Source: an optimization exercise on an open RTL-to-GDS flow (aim: small area, a short achievable clock period and few clock cycles per item). Production flows keep margins and buffers that such runs may drop. Only simulation tests tie the RTL to the original design; equivalence was not proved.

[design/flow/run.sh]
#!/bin/bash
# synth_recipe.tcl (not shown) runs the flow's synth.tcl, then flattens the netlist and writes it again
# the make line also repeats each setting of config.mk as NAME=value (left out here)
make -C /OpenROAD-flow-scripts/flow DESIGN_CONFIG=/design/flow/config.mk WORK_HOME=/design/flow/orfs CLKGATE_MAP_FILE= SYNTH_SCRIPT=/design/flow/synth_recipe.tcl finish
[design/flow/config.mk]
export PLATFORM = sky130hd
export DESIGN_NAME = peat_tile_encoder
export DESIGN_NICKNAME = peat_tile_encoder
export VERILOG_FILES = /design/flow/design.v
export SDC_FILE = /design/flow/constraint.sdc
export NUM_CORES = 4
export LEC_CHECK = 0
export CAP_MARGIN = 20
export CORE_MARGIN = 2
export CORE_UTILIZATION = 40
export SLEW_MARGIN = 20
[design/flow/constraint.sdc]
create_clock -name core_clock -period 30.0 [get_ports {clk}]
set_input_delay 6.0000 -clock core_clock [delete_from_list [all_inputs] [get_ports {clk}]]
set_output_delay 6.0000 -clock core_clock [all_outputs]
set_load 0.01 [all_outputs]
[design/flow/design.v]
module peat_tile_encoder (
    input  wire        clk,
    input  wire        rst,
    input  wire        in_valid,
    output wire        in_ready,
    input  wire [11:0] in_pixel,
    output reg         out_valid,
    output reg  [63:0] out_word,
    output reg         done,
    output reg  [1:0]  done_mode,
    output reg  [6:0]  done_lines,
    output reg  [13:0] done_symbols,
    output reg  [11:0] done_flat,
    output reg  [17:0] done_bits
);
    localparam [1:0] MODE_CODED = 2'd0, MODE_RAW = 2'd1, MODE_FLAT = 2'd2;
    localparam [17:0] MAX_CODED_BITS = 18'd48640;    
    reg  [5:0]  x, y;
    reg         flush;                  
    reg  [11:0] prev_row [0:63];        
    reg  [11:0] left;                   
    reg  [11:0] upleft;                 
    reg  [17:0] A [0:7];
    reg  [5:0]  N [0:7];
    reg  [3:0]  ri;
    reg         in_run;
    reg  [11:0] rv;
    reg  [4:0]  rcnt;                   
    reg  [127:0] acc;                   
    reg  [6:0]   acc_n;
    reg  [17:0]  bit_count;
    reg  [13:0]  step_count;
    reg  [11:0]  first_pix;
    reg          all_equal;
    assign in_ready = ~flush;
    wire take = in_valid & ~flush;
    wire [11:0] p = in_pixel;
    reg [11:0] na, nb, nc;
    always @(*) begin
        if (x != 6'd0)      na = left;
        else if (y != 6'd0) na = prev_row[0];
        else                na = 12'd0;
        nb = (y != 6'd0) ? prev_row[x] : na;
        nc = (x != 6'd0 && y != 6'd0) ? upleft : nb;
    end
    wire start_run = ~in_run & (na == nb) & (nb == nc);
    wire run_mode  = in_run | start_run;
    wire [11:0] run_val = in_run ? rv : na;
    function [11:0] absdiff(input [11:0] u, input [11:0] v);
        absdiff = (u > v) ? (u - v) : (v - u);
    endfunction
    function [11:0] map_err(input [11:0] e);    
        map_err = e[11] ? ((~{e[10:0], 1'b0}) & 12'hFFF) : {e[10:0], 1'b0};
    endfunction
    reg [11:0] mx, mn, pred;
    reg [13:0] dsum;
    reg [2:0]  ctx;
    always @(*) begin
        mx = (na > nb) ? na : nb;
        mn = (na > nb) ? nb : na;
        if (nc >= mx)      pred = mn;
        else if (nc <= mn) pred = mx;
        else               pred = na + nb - nc;
        dsum = {2'b00, absdiff(na, nb)} + {2'b00, absdiff(na, nc)} + {2'b00, absdiff(nb, nc)};
        if      (dsum <= 14'd2)   ctx = 3'd0;
        else if (dsum <= 14'd6)   ctx = 3'd1;
        else if (dsum <= 14'd14)  ctx = 3'd2;
        else if (dsum <= 14'd30)  ctx = 3'd3;
        else if (dsum <= 14'd62)  ctx = 3'd4;
        else if (dsum <= 14'd126) ctx = 3'd5;
        else                      ctx = 3'd6;
    end
    wire [11:0] e_reg = p - pred;
    wire [11:0] m_reg = map_err(e_reg);
    wire [11:0] e_int = p - nb;
    wire [11:0] m_int = map_err(e_int) - ((nb == run_val) ? 12'd1 : 12'd0);
    function [2:0] jval(input [3:0] r);
        case (r)
            4'd0, 4'd1, 4'd2, 4'd3:   jval = 3'd0;
            4'd4, 4'd5, 4'd6, 4'd7:   jval = 3'd1;
            4'd8, 4'd9:               jval = 3'd2;
            4'd10, 4'd11:             jval = 3'd3;
            4'd12, 4'd13:             jval = 3'd4;
            default:                  jval = 3'd5;
        endcase
    endfunction
    wire [2:0]  jcur     = jval(ri);
    wire [5:0]  chunk    = 6'd1 << jcur;
    wire        row_end  = (x == 6'd63);
    wire        run_hit  = (p == run_val);
    wire [5:0]  rcnt_inc = {1'b0, rcnt} + 6'd1;
    wire        chunk_done = run_hit & (rcnt_inc == chunk);
    wire        interrupt  = run_mode & ~run_hit;
    wire        do_rice = ~run_mode | interrupt;
    wire [2:0]  q       = run_mode ? 3'd7 : ctx;
    wire [11:0] m       = run_mode ? m_int : m_reg;
    wire [17:0] Aq      = A[q];
    wire [5:0]  Nq      = N[q];
    reg  [3:0]  k;
    integer     i;
    always @(*) begin
        k = 4'd12;
        for (i = 11; i >= 0; i = i - 1)
            if (({12'd0, Nq} << i) >= {12'd0, Aq}) k = i[3:0];
    end
    wire [11:0] u       = m >> k;
    wire        escape  = (u >= 12'd24);
    reg  [35:0] rice_val;
    reg  [5:0]  rice_len;
    always @(*) begin
        if (escape) begin
            rice_val = {m, 24'hFFFFFF};
            rice_len = 6'd36;
        end else begin
            rice_val = (({24'd0, m} & ((36'd1 << k) - 36'd1)) << (u[4:0] + 5'd1))
                     | ((36'd1 << u[4:0]) - 36'd1);
            rice_len = {1'b0, u[4:0]} + 6'd1 + {2'b00, k};
        end
    end
    reg [41:0] emit_val;
    reg [5:0]  emit_len;
    reg [1:0]  emit_steps;
    always @(*) begin
        emit_val   = 42'd0;
        emit_len   = 6'd0;
        emit_steps = 2'd0;
        if (!run_mode) begin
            emit_val   = {6'd0, rice_val};
            emit_len   = rice_len;
            emit_steps = 2'd1;
        end else if (interrupt) begin
            emit_val   = ({6'd0, rice_val} << (jcur + 3'd1)) | ({37'd0, rcnt} << 1);
            emit_len   = 6'd1 + {3'd0, jcur} + rice_len;
            emit_steps = 2'd2;
        end else if (chunk_done) begin
            emit_val   = 42'd1;
            emit_len   = 6'd1;
            emit_steps = 2'd1;
        end else if (row_end) begin
            emit_val   = 42'd1;              
            emit_len   = 6'd1;
            emit_steps = 2'd1;
        end
    end
    wire [127:0] acc_next   = acc | ({86'd0, emit_val} << acc_n);
    wire [6:0]   acc_n_next = acc_n + {1'b0, emit_len};
    wire         last_pix   = (x == 6'd63) && (y == 6'd63);
    wire [17:0] tile_bits  = bit_count;
    wire [17:0] lines_ceil = (tile_bits + 18'd511) >> 9;
    integer c;
    always @(posedge clk) begin
        if (rst) begin
            x          <= 6'd0;
            y          <= 6'd0;
            flush      <= 1'b0;
            left       <= 12'd0;
            upleft     <= 12'd0;
            ri         <= 4'd0;
            in_run     <= 1'b0;
            rv         <= 12'd0;
            rcnt       <= 5'd0;
            acc        <= 128'd0;
            acc_n      <= 7'd0;
            bit_count  <= 18'd0;
            step_count <= 14'd0;
            first_pix  <= 12'd0;
            all_equal  <= 1'b1;
            out_valid  <= 1'b0;
            out_word   <= 64'd0;
            done       <= 1'b0;
            done_mode  <= 2'd0;
            done_lines <= 7'd0;
            done_symbols <= 14'd0;
            done_flat  <= 12'd0;
            done_bits  <= 18'd0;
            for (c = 0; c < 8; c = c + 1) begin
                A[c] <= 18'd8;
                N[c] <= 6'd1;
            end
        end else if (flush) begin
            flush     <= 1'b0;
            out_valid <= (acc_n != 7'd0);
            out_word  <= acc[63:0];
            acc       <= 128'd0;
            acc_n     <= 7'd0;
            done      <= 1'b1;
            done_bits <= tile_bits;
            if (all_equal) begin
                done_mode    <= MODE_FLAT;
                done_lines   <= 7'd0;
                done_symbols <= 14'd0;
                done_flat    <= first_pix;
            end else if (tile_bits <= MAX_CODED_BITS) begin
                done_mode    <= MODE_CODED;
                done_lines   <= lines_ceil[6:0];
                done_symbols <= step_count;
                done_flat    <= 12'd0;
            end else begin
                done_mode    <= MODE_RAW;
                done_lines   <= 7'd96;
                done_symbols <= 14'd0;
                done_flat    <= 12'd0;
            end
            bit_count  <= 18'd0;
            step_count <= 14'd0;
            all_equal  <= 1'b1;
            ri         <= 4'd0;
            in_run     <= 1'b0;
            rcnt       <= 5'd0;
            for (c = 0; c < 8; c = c + 1) begin
                A[c] <= 18'd8;
                N[c] <= 6'd1;
            end
        end else begin
            done <= 1'b0;
            if (take) begin
                prev_row[x] <= p;
                upleft      <= prev_row[x];
                left        <= p;
                x           <= x + 6'd1;
                if (row_end) y <= y + 6'd1;
                if (last_pix) flush <= 1'b1;
                if (x == 6'd0 && y == 6'd0) first_pix <= p;
                else if (p != first_pix)    all_equal <= 1'b0;
                if (do_rice) begin
                    if (Nq == 6'd63) begin
                        A[q] <= (Aq + {6'd0, m}) >> 1;
                        N[q] <= 6'd32;
                    end else begin
                        A[q] <= Aq + {6'd0, m};
                        N[q] <= Nq + 6'd1;
                    end
                end
                if (!run_mode) begin
                    in_run <= 1'b0;
                end else if (interrupt) begin
                    in_run <= 1'b0;
                    rcnt   <= 5'd0;
                    if (ri != 4'd0) ri <= ri - 4'd1;
                end else begin
                    rv <= run_val;
                    if (chunk_done) begin
                        rcnt <= 5'd0;
                        if (ri != 4'd15) ri <= ri + 4'd1;
                    end else begin
                        rcnt <= rcnt_inc[4:0];
                    end
                    if (row_end) begin
                        in_run <= 1'b0;
                        rcnt   <= 5'd0;
                    end else begin
                        in_run <= 1'b1;
                    end
                end
                bit_count  <= bit_count + {12'd0, emit_len};
                step_count <= step_count + {12'd0, emit_steps};
                if (acc_n_next >= 7'd64) begin
                    out_valid <= 1'b1;
                    out_word  <= acc_next[63:0];
                    acc       <= acc_next >> 64;
                    acc_n     <= acc_n_next - 7'd64;
                end else begin
                    out_valid <= 1'b0;
                    acc       <= acc_next;
                    acc_n     <= acc_n_next;
                end
            end else begin
                out_valid <= 1'b0;
            end
        end
    end
endmodule
==> flow_metrics.py <==
metrics = {
    "synth": {
        "ys_types": 116,
        "yosysWarnings": 1,
        "yosys-top-cells-count": "edfxtp_1, nor2_1, nand2_1",
        "synth_edf_count": 960,
        "synthArstFlopShare": 0,
        "synth-seq-area-share": 0.483,
        "synth_top_cell_by_area": "edfxtp_1",
        "synth.most_common_cell": "edfxtp_1",
        "synth_ff_type": "edfxtp_1",
        "synth_top_area_share": 0.385,
        "synth-seq-cells": 1327,
        "syn_inst": 6832,
        "syn_avg_cell_area_um2": 11.0,
        "syn_nets": 7151,
        "syn_area_um2": 75000,
        "ys_top_cells_by_area": "edfxtp_1, dfxtp_1, mux4_2, ha_1, nor2_1",
    },
    "die": {
        "design.core.area_um2": 186000,
        "die_x_um": 437,
        "dieArea_um2": 191000,
        "num_rows": 158,
        "dieHeight_um": 437,
        "initial_core_util": 0.403,
        "io_pins": 135,
    },
    "placement": {
        "place.gp.congestion": 1.02,
        "dpl.hpwl_um": 197000,
        "io_buffers": 134,
        "place_ws_ns": 7.08,
    },
    "global_routing": {
        "grt_pass1_wl_um": 403000,
        "overflow": 0,
        "grt_max_degree": 104,
        "grt_pass1_vias": 57500,
        "antenna_found_initial": 9,
        "grtUsageTotal": 0.282,
    },
    "worst_setup_path": {
        "rr_worst_depth": 78,
        "crit_type": "reg -> reg",
        "endpoint": "out_word[28]$_SDFFE_PP0P_",
        "reg2reg_slack_ns": 6.46,
        "crit_path_top_delay_cell": "nor4_2",
        "critPathMaxStageDelay_ns": 1.03,
        "cpMostUsedCell": "a21oi_1",
        "cp.arrival_ns": 24.28,
        "reg2reg_to": "out_word[28]$_SDFFE_PP0P_",
        "start_kind": "flip-flop",
        "crit_path_max_fanout": 62,
        "required_ns": 30.74,
        "end_kind": "flip-flop",
    },
    "timing": {
        "fmax_mhz": 42.5,
        "worst_slack_ns": 6.46,
        "max_slew_margin": 0.159,
        "final.setup.tns_ns": 0,
        "fin_crit_ns": 23.54,
        "drv_slew": 0,
        "hold_viol_final": 0,
        "tightest_slew_ns": 1.23,
        "finClkSkew_ns": 0.0666,
        "rsz0062_at_grt": "false",
        "setup_viol": 0,
        "min_period_over_period": 0.785,
    },
    "routing": {
        "met3RoutedLength_um": 24600,
        "vias": 60800,
        "top_layer_used": "met5",
        "viasPerCell": 6.38,
        "first_pass_iters": 8,
        "drt_wl_total_um": 278000,
        "m1WireLength_um": 118000,
        "routedWlPerCell_um": 29.2,
        "dr.first_iter.drc_count": 7538,
        "met2_length_um": 123000,
        "drc": 0,
        "drtAntennaViolNets": 0,
    },
    "cells_and_area": {
        "areaGrowthSynthToFinish_pct": 12.8,
        "drive_above_1_share": 0.130,
        "fin_nets": 7258,
    },
    "outcome": {
        "status": "no timing/DRC/antenna violations",
    },
    "clock_network": {
        "ctsResizeCount": 0,
        "clkSinkCount": 1327,
        "cts_buffers": 143,
        "clkTransAtPathRegs_ns": 0.06,
        "cts_setup_buffers": 0,
        "clk_latency_ns": 0.83,
        "cts_buffer_depth": 3,
        "cts_tree": "built",
        "h-tree-depth": 4,
        "cts_root_buffer": "clkbuf_16",
        "ctsHoldBuffers": 0,
    },
    "flow_run": {
        "cap_violations": 0,
    },
    "hold_path": {
        "hold_path.class": "reg -> reg",
    },
}
==> kinds of logic after synthesis <==
group / count (synthesis) / synth area share
AND/OR/NAND/NOR: 2104 / 0.129
multiplexers: 485 / 0.111
buffers and inverters: 603 / 0.0308
flip-flops: 1327 / 0.483
adder cells (fa/ha/maj): 304 / 0.0546
XOR/XNOR: 201 / 0.0235
AO/OA/AOI/OAI: 1808 / 0.169
==> routing by layer <==
metal,vias up,track usage
met5,-,0
met2,3202,0.427
met4,8,0.115
met1,30500,0.396
li1,26500,-
met3,582,0.0565
==> flip-flops by register name (all words and copies together) (netlist names), 12 cells and up, named ones only <==
signal	count
prev_row	768
A	144
acc	128
out_word	64
N	48
bit_count	18
done_bits	18
done_symbols	14
step_count	14
done_flat	12
first_pix	12
left	12
rv	12
upleft	12
==> cells in the final DEF, fill, tap and decap left out, drive strengths merged, types with 185 or more instances in the layout <==
cell	Yosys	final
buf	85	246
nand2	560	560
o21ai	321	321
nand3	188	188
inv	191	196
nor2	734	734
nor3	189	189
dfxtp	367	367
a21oi	356	356
clkbuf	319	185
mux4	269	269
edfxtp	960	960
ha	265	265
==> critical path, delay by kind of cell (launching register included) <==
| kind | cells | cell delay [ns] |
|---|---|---|
| AOI/OAI and AO/OA | 37 | 10.01 |
| buffers and inverters | 11 | 3.22 |
| and+or+nand+nor | 17 | 3.82 |
| DFF | 1 | 0.72 |
| muxes | 7 | 3.23 |
| adders and majority gates | 5 | 2.14 |
| xor gates and xnor gates | 1 | 0.15 |
==> layout make-up <==
| type | count | area (um^2) |
|---|---|---|
| Fill cell | 17200 | 101000 |
| Timing Repair Buffer | 366 | 3050 |
| Inverter | 199 | 747 |
| Clock inverter | 78 | 920 |
| Clock buffer | 185 | 3810 |
| Sequential cell | 1327 | 36200 |
| Multi-Input combinational cell | 4902 | 36700 |
| Antenna cell | 1 | 2.50 |
| Tap cell | 2480 | 3100 |
==> stage by stage <==
stage | utilization | hold slack, ns | cells | cell area, um^2
detailed placement | 0.429 | 0.438 | 9273 | 79800
CTS | 0.455 | 0.450 | 9536 | 84500
floorplan | - | 0.421 | 6832 | 75000
global placement | 0.429 | 0.434 | 9272 | 79800
global route | 0.455 | 0.478 | 9537 | 84600
finish | 0.455 | 0.450 | 9538 | 84600
==> how the worst min path moves through the flow <==
stage / startpoint / to / slack (ns) / cells after the start
after floorplan: acc[120]$_SDFFE_PP0P_ / acc[120]$_SDFFE_PP0P_ / 0.42 / 2
after global placement: acc[118]$_SDFFE_PP0P_ / acc[118]$_SDFFE_PP0P_ / 0.43 / 2
after detailed placement: acc[125]$_SDFFE_PP0P_ / acc[125]$_SDFFE_PP0P_ / 0.44 / 2
after CTS: acc[125]$_SDFFE_PP0P_ / acc[125]$_SDFFE_PP0P_ / 0.45 / 2
after global routing: done_mode[1]$_SDFFE_PP0P_ / done_mode[1]$_SDFFE_PP0P_ / 0.48 / 1
final: acc[111]$_SDFFE_PP0P_ / acc[111]$_SDFFE_PP0P_ / 0.45 / 2
Testbench counts, summed over its fixed seeds: cycles 393,312, pixels 393,216.

-- re-timing with driven ports --
The results above use ideal ports. As a check the final layout listed here was re-extracted and re-timed, cells and wires unchanged.
Step 1, drivers: a clkbuf_16 drives clk and a buf_2 each remaining input, both assumed.
Step 2 adds t to the input delays and takes it off the output delays; t is the mean of the earliest and latest rising clock arrival at the registers after step 1. Input paths then give back, and output paths get back, about the clock's delay inside the block.
a / b / c = no drivers / after step 1 / after step 2; a / b = the first two.
t (ns): 0.889
setup slack, ns: 6.461 / 6.461 / 6.461
worst register clock-pin slew, ns: 0.07 / 0.07
After both steps this run still meets setup and hold. The setup slack of this run moves by 0.000 ns with the drivers and by 0.000 ns with both steps.
